What follows belongs to an exercise in optimizing a design on an open flow for small area, a short achievable clock period and few clock cycles per item; a production flow would make more cautious choices.
Only simulation tests tie the RTL to the original design; equivalence was not proved.

==> v5 <==
==> flow/design.v <==
module sha384_engine (
    input  wire          clk,
    input  wire          rst,           
    input  wire          msg_valid,
    output wire          msg_ready,
    input  wire          msg_first,     
    input  wire          msg_last,      
    input  wire [1023:0] msg_block,     
    output reg           digest_valid,
    output wire [383:0]  digest         
);
    localparam [63:0] IV0 = 64'hcbbb9d5dc1059ed8, IV1 = 64'h629a292a367cd507,
                      IV2 = 64'h9159015a3070dd17, IV3 = 64'h152fecd8f70e5939,
                      IV4 = 64'h67332667ffc00b31, IV5 = 64'h8eb44a8768581511,
                      IV6 = 64'hdb0c2e0d64f98fa7, IV7 = 64'h47b5481dbefa4fa4;
    localparam [63:0] K0  = 64'h428a2f98d728ae22;
    localparam [63:0] K1  = 64'h7137449123ef65cd;
    function [63:0] rotr(input [63:0] x, input integer n);
        rotr = (x >> n) | (x << (64 - n));
    endfunction
    function [127:0] csa(input [63:0] x, input [63:0] y, input [63:0] z);
        csa = {((x & y) | (z & (x | y))) << 1, x ^ y ^ z};
    endfunction
    function [63:0] bk_add(input [63:0] x, input [63:0] y);
        reg [63:0] gg, pp, p0;
        integer l, i;
        begin
            gg = x & y;
            pp = x ^ y;
            p0 = pp;
            for (l = 0; l < 6; l = l + 1)
                for (i = 0; i < 64; i = i + 1)
                    if (((i + 1) % (1 << (l + 1))) == 0) begin
                        gg[i] = gg[i] | (pp[i] & gg[i - (1 << l)]);
                        pp[i] = pp[i] & pp[i - (1 << l)];
                    end
            for (l = 4; l >= 0; l = l - 1)
                for (i = 0; i < 64; i = i + 1)
                    if (((i + 1) % (1 << (l + 1))) == (1 << l) && i >= (1 << (l + 1))) begin
                        gg[i] = gg[i] | (pp[i] & gg[i - (1 << l)]);
                        pp[i] = pp[i] & pp[i - (1 << l)];
                    end
            bk_add = p0 ^ {gg[62:0], 1'b0};
        end
    endfunction
    function [63:0] sk_add(input [63:0] x, input [63:0] y);
        reg [63:0] gg, pp, p0;
        integer l, i;
        begin
            gg = x & y;
            pp = x ^ y;
            p0 = pp;
            for (l = 0; l < 6; l = l + 1)
                for (i = 63; i >= 0; i = i - 1)
                    if ((i >> l) & 1) begin
                        gg[i] = gg[i] | (pp[i] & gg[((i >> l) << l) - 1]);
                        pp[i] = pp[i] & pp[((i >> l) << l) - 1];
                    end
            sk_add = p0 ^ {gg[62:0], 1'b0};
        end
    endfunction
    reg [63:0]   ra0, ra1, ra2, ra3, re0, re1, re2, re3;
    reg [63:0]   a, b, c, d, e, f, g, h;
    reg [1023:0] w;
    reg [63:0]   p;
    reg [6:0]    t;
    reg [1:0]    ph;                    
    reg          busy;
    reg          first_q;
    reg          last_q;
    reg          r0, r77, r78, r79, run;
    reg          r79h, r79i;
    reg [63:0] kn;
    reg [63:0] kn2;
    always @(*) begin
        case (t)
            7'd0: kn2 = 64'hb5c0fbcfec4d3b2f;
            7'd1: kn2 = 64'he9b5dba58189dbbc;
            7'd2: kn2 = 64'h3956c25bf348b538;
            7'd3: kn2 = 64'h59f111f1b605d019;
            7'd4: kn2 = 64'h923f82a4af194f9b;
            7'd5: kn2 = 64'hab1c5ed5da6d8118;
            7'd6: kn2 = 64'hd807aa98a3030242;
            7'd7: kn2 = 64'h12835b0145706fbe;
            7'd8: kn2 = 64'h243185be4ee4b28c;
            7'd9: kn2 = 64'h550c7dc3d5ffb4e2;
            7'd10: kn2 = 64'h72be5d74f27b896f;
            7'd11: kn2 = 64'h80deb1fe3b1696b1;
            7'd12: kn2 = 64'h9bdc06a725c71235;
            7'd13: kn2 = 64'hc19bf174cf692694;
            7'd14: kn2 = 64'he49b69c19ef14ad2;
            7'd15: kn2 = 64'hefbe4786384f25e3;
            7'd16: kn2 = 64'h0fc19dc68b8cd5b5;
            7'd17: kn2 = 64'h240ca1cc77ac9c65;
            7'd18: kn2 = 64'h2de92c6f592b0275;
            7'd19: kn2 = 64'h4a7484aa6ea6e483;
            7'd20: kn2 = 64'h5cb0a9dcbd41fbd4;
            7'd21: kn2 = 64'h76f988da831153b5;
            7'd22: kn2 = 64'h983e5152ee66dfab;
            7'd23: kn2 = 64'ha831c66d2db43210;
            7'd24: kn2 = 64'hb00327c898fb213f;
            7'd25: kn2 = 64'hbf597fc7beef0ee4;
            7'd26: kn2 = 64'hc6e00bf33da88fc2;
            7'd27: kn2 = 64'hd5a79147930aa725;
            7'd28: kn2 = 64'h06ca6351e003826f;
            7'd29: kn2 = 64'h142929670a0e6e70;
            7'd30: kn2 = 64'h27b70a8546d22ffc;
            7'd31: kn2 = 64'h2e1b21385c26c926;
            7'd32: kn2 = 64'h4d2c6dfc5ac42aed;
            7'd33: kn2 = 64'h53380d139d95b3df;
            7'd34: kn2 = 64'h650a73548baf63de;
            7'd35: kn2 = 64'h766a0abb3c77b2a8;
            7'd36: kn2 = 64'h81c2c92e47edaee6;
            7'd37: kn2 = 64'h92722c851482353b;
            7'd38: kn2 = 64'ha2bfe8a14cf10364;
            7'd39: kn2 = 64'ha81a664bbc423001;
            7'd40: kn2 = 64'hc24b8b70d0f89791;
            7'd41: kn2 = 64'hc76c51a30654be30;
            7'd42: kn2 = 64'hd192e819d6ef5218;
            7'd43: kn2 = 64'hd69906245565a910;
            7'd44: kn2 = 64'hf40e35855771202a;
            7'd45: kn2 = 64'h106aa07032bbd1b8;
            7'd46: kn2 = 64'h19a4c116b8d2d0c8;
            7'd47: kn2 = 64'h1e376c085141ab53;
            7'd48: kn2 = 64'h2748774cdf8eeb99;
            7'd49: kn2 = 64'h34b0bcb5e19b48a8;
            7'd50: kn2 = 64'h391c0cb3c5c95a63;
            7'd51: kn2 = 64'h4ed8aa4ae3418acb;
            7'd52: kn2 = 64'h5b9cca4f7763e373;
            7'd53: kn2 = 64'h682e6ff3d6b2b8a3;
            7'd54: kn2 = 64'h748f82ee5defb2fc;
            7'd55: kn2 = 64'h78a5636f43172f60;
            7'd56: kn2 = 64'h84c87814a1f0ab72;
            7'd57: kn2 = 64'h8cc702081a6439ec;
            7'd58: kn2 = 64'h90befffa23631e28;
            7'd59: kn2 = 64'ha4506cebde82bde9;
            7'd60: kn2 = 64'hbef9a3f7b2c67915;
            7'd61: kn2 = 64'hc67178f2e372532b;
            7'd62: kn2 = 64'hca273eceea26619c;
            7'd63: kn2 = 64'hd186b8c721c0c207;
            7'd64: kn2 = 64'heada7dd6cde0eb1e;
            7'd65: kn2 = 64'hf57d4f7fee6ed178;
            7'd66: kn2 = 64'h06f067aa72176fba;
            7'd67: kn2 = 64'h0a637dc5a2c898a6;
            7'd68: kn2 = 64'h113f9804bef90dae;
            7'd69: kn2 = 64'h1b710b35131c471b;
            7'd70: kn2 = 64'h28db77f523047d84;
            7'd71: kn2 = 64'h32caab7b40c72493;
            7'd72: kn2 = 64'h3c9ebe0a15c9bebc;
            7'd73: kn2 = 64'h431d67c49c100d4c;
            7'd74: kn2 = 64'h4cc5d4becb3e42b6;
            7'd75: kn2 = 64'h597f299cfc657e2a;
            7'd76: kn2 = 64'h5fcb6fab3ad6faec;
            7'd77: kn2 = 64'h6c44198c4a475817;
            7'd78: kn2 = 64'h428a2f98d728ae22;
            7'd79: kn2 = 64'h7137449123ef65cd;
            default: kn2 = K0;
        endcase
    end
    assign msg_ready = (ph == 2'd3) && (!busy || r79);
    wire accept = msg_valid && msg_ready;
    wire fl     = accept && msg_first;  
    assign digest = {ra0, ra3, ra2, ra1, re0, re3};
    wire ivsel = busy && first_q;
    wire [63:0] ffa  = ivsel ? (r77 ? IV3 : (r78 ? IV2 : IV1)) : ra0;
    wire [63:0] ffe  = ivsel ? (r77 ? IV7 : (r78 ? IV6 : IV5)) : re0;
    wire [63:0] adda = bk_add(ffa, busy ? a : 64'd0);    
    wire [63:0] adde = bk_add(ffe, busy ? e : 64'd0);    
    wire [63:0] w0  = w[1023:960];
    wire [63:0] xa  = (w0 & {64{r0}}) | (ra1 & {64{r79h}}) | (IV0 & {64{r79i}});
    wire [63:0] xe  = (w0 & {64{r0}}) | (re1 & {64{r79h}}) | (IV4 & {64{r79i}});
    wire [63:0] s1e  = rotr(e, 14) ^ rotr(e, 18) ^ rotr(e, 41);
    wire [63:0] che  = (e & f) ^ (~e & g);
    wire [63:0] s0a  = rotr(a, 28) ^ rotr(a, 34) ^ rotr(a, 39);
    wire [63:0] maja = (a & b) | (c & (a | b));
    wire [127:0] t1  = csa(p, s1e, che);           
    wire [127:0] ta  = csa(s0a, maja, xa);
    wire [127:0] ua  = csa(t1[63:0], t1[127:64], ta[63:0]);
    wire [127:0] va  = csa(ua[63:0], ua[127:64], ta[127:64]);
    wire [63:0] anew = sk_add(va[63:0], va[127:64]);
    wire [127:0] ue  = csa(d, xe, t1[63:0]);
    wire [127:0] ve  = csa(ue[63:0], ue[127:64], t1[127:64]);
    wire [63:0] enew = sk_add(ve[63:0], ve[127:64]);
    wire [63:0] w1   = w[959:896];
    wire [63:0] w9   = w[447:384];
    wire [63:0] w14  = w[127:64];
    wire [63:0] ss0  = rotr(w1, 1) ^ rotr(w1, 8) ^ (w1 >> 7);
    wire [63:0] ss1  = rotr(w14, 19) ^ rotr(w14, 61) ^ (w14 >> 6);
    wire [127:0] sw1 = csa(ss1, w9, ss0);
    wire [127:0] sw2 = csa(sw1[63:0], sw1[127:64], w0);
    wire [63:0] wnew = sk_add(sw2[63:0], sw2[127:64]);
    wire [127:0] sp  = csa(run ? g : re2, kn, run ? w1 : 64'd0);
    wire [63:0] pnew = bk_add(sp[63:0], sp[127:64]);
    always @(posedge clk) begin
        if (rst) begin
            busy         <= 1'b0;
            digest_valid <= 1'b0;
            t            <= 7'd79;
            ph           <= 2'd3;
            {r0, r77, r78, r79, run} <= 5'b0;
            {r79h, r79i} <= 2'b0;
        end else begin
            ph           <= ph + 2'd1;
            digest_valid <= r79 && last_q;
            if (accept) begin
                busy    <= 1'b1;
                t       <= 7'd0;
                first_q <= msg_first;
                last_q  <= msg_last;
                {r0, r77, r78, r79, run} <= 5'b10001;
                {r79h, r79i} <= 2'b0;
            end else if (r79) begin
                busy    <= 1'b0;
                {r0, r77, r78, r79, run} <= 5'b0;
                {r79h, r79i} <= 2'b0;
            end else if (run) begin
                t   <= t + 7'd1;
                r0  <= 1'b0;
                r77 <= (t == 7'd76);
                r78 <= (t == 7'd77);
                r79 <= (t == 7'd78);
                run <= (t != 7'd78);
                r79h <= (t == 7'd78) && !first_q;
                r79i <= (t == 7'd78) && first_q;
            end
        end
    end
    always @(posedge clk) begin
        if (accept)
            kn <= K1;
        else if (run)
            kn <= kn2;
        else
            kn <= K0;
        if (msg_ready)
            w <= msg_block;
        else
            w <= {w[959:0], wnew};
        a <= (anew & {64{busy && !fl}}) | (ra1 & {64{!busy && !fl}}) | (IV0 & {64{fl}});
        e <= (enew & {64{busy && !fl}}) | (re1 & {64{!busy && !fl}}) | (IV4 & {64{fl}});
        if (fl) begin
            {b, c, d, f, g, h} <= {IV1, IV2, IV3, IV5, IV6, IV7};
            p <= IV7 + K0;
        end else begin
            b <= run ? a : adda;
            c <= run ? b : ra3;
            d <= run ? c : ra2;
            f <= run ? e : adde;
            g <= run ? f : re3;
            h <= run ? g : re2;
            p <= pnew;
        end
        ra0 <= r79 ? anew : ra1;
        ra1 <= ra2;
        ra2 <= ra3;
        ra3 <= (r77 || r78 || r79) ? adda : ra0;
        re0 <= r79 ? enew : re1;
        re1 <= re2;
        re2 <= re3;
        re3 <= (r77 || r78 || r79) ? adde : re0;
    end
endmodule
==> flow/flow/run.sh <==
#!/bin/bash
# The standard layout (standard synthesis, floorplan, place, CTS, route)
# with two changes to how the layout is made:
#  - ORFS's repair_timing is asked to leave 7.5 ns of setup slack at the
#    12 ns clock, so that it sizes and buffers the round's paths for a
#    shorter achieved period;
#  - the port buffers that global placement inserts are buf_1 cells.
# The SDC, the clock period and every other setting are the standard flow's own.
set -euo pipefail
bash standard.sh SETUP_SLACK_MARGIN=7.5 \
    "BUFFER_PORTS_ARGS=-buffer_cell sky130_fd_sc_hd__buf_1" finish > make_finish.log 2>&1
==> flow/standard.sh <==
#!/bin/bash
# synth_recipe.tcl (not shown) runs the flow's synth.tcl, then flattens the netlist and writes it again
# the make line also repeats each setting of config.mk as NAME=value (left out here)
make -C /OpenROAD-flow-scripts/flow DESIGN_CONFIG=/design/flow/config.mk WORK_HOME=/design/flow/orfs CLKGATE_MAP_FILE= SYNTH_SCRIPT=/design/flow/synth_recipe.tcl "${@:-finish}"
==> flow/config.mk <==
export PLATFORM = sky130hd
export DESIGN_NAME = sha384_engine
export DESIGN_NICKNAME = sha384_engine
export VERILOG_FILES = /design/flow/design.v
export SDC_FILE = /design/flow/constraint.sdc
export NUM_CORES = 4
export LEC_CHECK = 0
export CAP_MARGIN = 20
export CORE_MARGIN = 2
export CORE_UTILIZATION = 40
export CTS_BUF_LIST = sky130_fd_sc_hd__clkbuf_8
export PLACE_DENSITY = 0.6
export SLEW_MARGIN = 20
export SYNTH_MEMORY_MAX_BITS = 8192
export TNS_END_PERCENT = 0
==> flow/constraint.sdc <==
create_clock -name core_clock -period 12.0 [get_ports {clk}]
set_input_delay 2.4000 -clock core_clock [delete_from_list [all_inputs] [get_ports {clk}]]
set_output_delay 2.4000 -clock core_clock [all_outputs]
set_load 0.01 [all_outputs]
==> v28: changes against v5 <==
==> flow/flow/run.sh (replaced) <==
#!/bin/bash
# The standard layout (standard synthesis, floorplan, place, CTS, route),
# with ORFS's repair_timing asked to leave 7.5 ns of setup slack at the 12 ns
# clock, so that it sizes and buffers the round's paths for a shorter
# achieved period. The SDC and every other setting are the standard flow's own.
set -euo pipefail
bash standard.sh SETUP_SLACK_MARGIN=7.5 finish > make_finish.log 2>&1
Settings changed: CTS_BUF_LIST sky130_fd_sc_hd__clkbuf_8 to not set, TNS_END_PERCENT 0 to not set.
==> v7: changes against v5 <==
==> flow/flow/run.sh (replaced) <==
#!/bin/bash
# The standard layout (standard synthesis, floorplan, place, CTS, route),
# with ORFS's repair_timing asked to leave 8.5 ns of setup slack at the 12 ns
# clock, so that it sizes and buffers the round's paths for a shorter
# achieved period. The SDC and every other setting are the standard flow's own.
set -euo pipefail
bash standard.sh SETUP_SLACK_MARGIN=8.5 finish > make_finish.log 2>&1
Settings changed: CORE_UTILIZATION 40 to 50, CTS_BUF_LIST sky130_fd_sc_hd__clkbuf_8 to not set, PLACE_DENSITY 0.6 to 0.7, TNS_END_PERCENT 0 to not set.
==> v13: changes against v5 <==
Settings changed: TNS_END_PERCENT 0 to not set.
==> metrics.sh <==
NUM_ANTENNA_CELLS=83
ROUTED_WIRELENGTH_UM=635000
GRT_PASS1_WL_UM=832000
MAXIMUM_FANOUT_ENCOUNTERED_ON_THE_CRITICAL_TIMING_PATH=5
PRE_CTS_SLACK_NS=4.98
STATUS='no timing/DRC/antenna violations'
That was v28.
==> metrics.sh <==
PRE_CTS_SLACK_NS=5.14
LARGEST_REGISTER_BY_FLOP_COUNT='w'
NUMBER_OF_SYNTHESIZED_FLOPS_WITH_AN_ENABLE_PIN=2
CRIT_PATH_MAX_INCR_DELAY_NS=0.52
ROUTED_WIRELENGTH_UM=614000
GRT_PASS1_WL_UM=803000
STATUS='no timing/DRC/antenna violations'
MAXIMUM_FANOUT_ENCOUNTERED_ON_THE_CRITICAL_TIMING_PATH=6
That was v13.
==> metrics.sh <==
PRE_CTS_SLACK_NS=5.02
NUM_ANTENNA_CELLS=93
STATUS='no timing/DRC/antenna violations'
ROUTED_WIRELENGTH_UM=607000
That was v5.
==> metrics.sh <==
LAST_STEP_REACHED='5_1_grt'
PRE_CTS_SLACK_NS=5.34
ERROR_LINE='[ERROR GRT-0232] Routing congestion too high. Check the congestion heatmap in the GUI.'
STATUS='aborted with a tool error'
That was v7.
Testbench counts of v5, summed over its fixed seeds: cycles 132,008, blocks 1,650.
Testbench counts of v28, summed over its fixed seeds: cycles 132,008, blocks 1,650.
Testbench counts of v7, summed over its fixed seeds: cycles 132,008, blocks 1,650.
Testbench counts of v13, summed over its fixed seeds: cycles 132,008, blocks 1,650.

==> static timing again, ports no longer ideal <==
The flow's constraints put no driver on any port. The routed layouts listed below were extracted and timed again, unchanged, in two steps.
Step 1 assumes that a clkbuf_16 drives the clock port and a buf_2 every other input.
Step 2, shift: input delay + t, output delay - t, t = (earliest + latest rising clock arrival at the registers) / 2. This alone moves slack from input paths to output paths.
Three values: no drivers, after step 1, after step 2; two values: the first two.
run	t, ns	setup WS [ns]	worst hold slack (ns)	latest minus earliest clock arrival (ns)
v5	1.237	6.390 / 6.390 / 6.390	0.302 / 0.302 / 0.302	0.099 / 0.099
v28	1.058	6.381 / 6.381 / 6.381	0.291 / 0.291 / 0.291	0.077 / 0.077
v13	1.232	6.382 / 6.382 / 6.382	0.326 / 0.326 / 0.326	0.151 / 0.151
After both steps setup and hold are still met in every run listed.
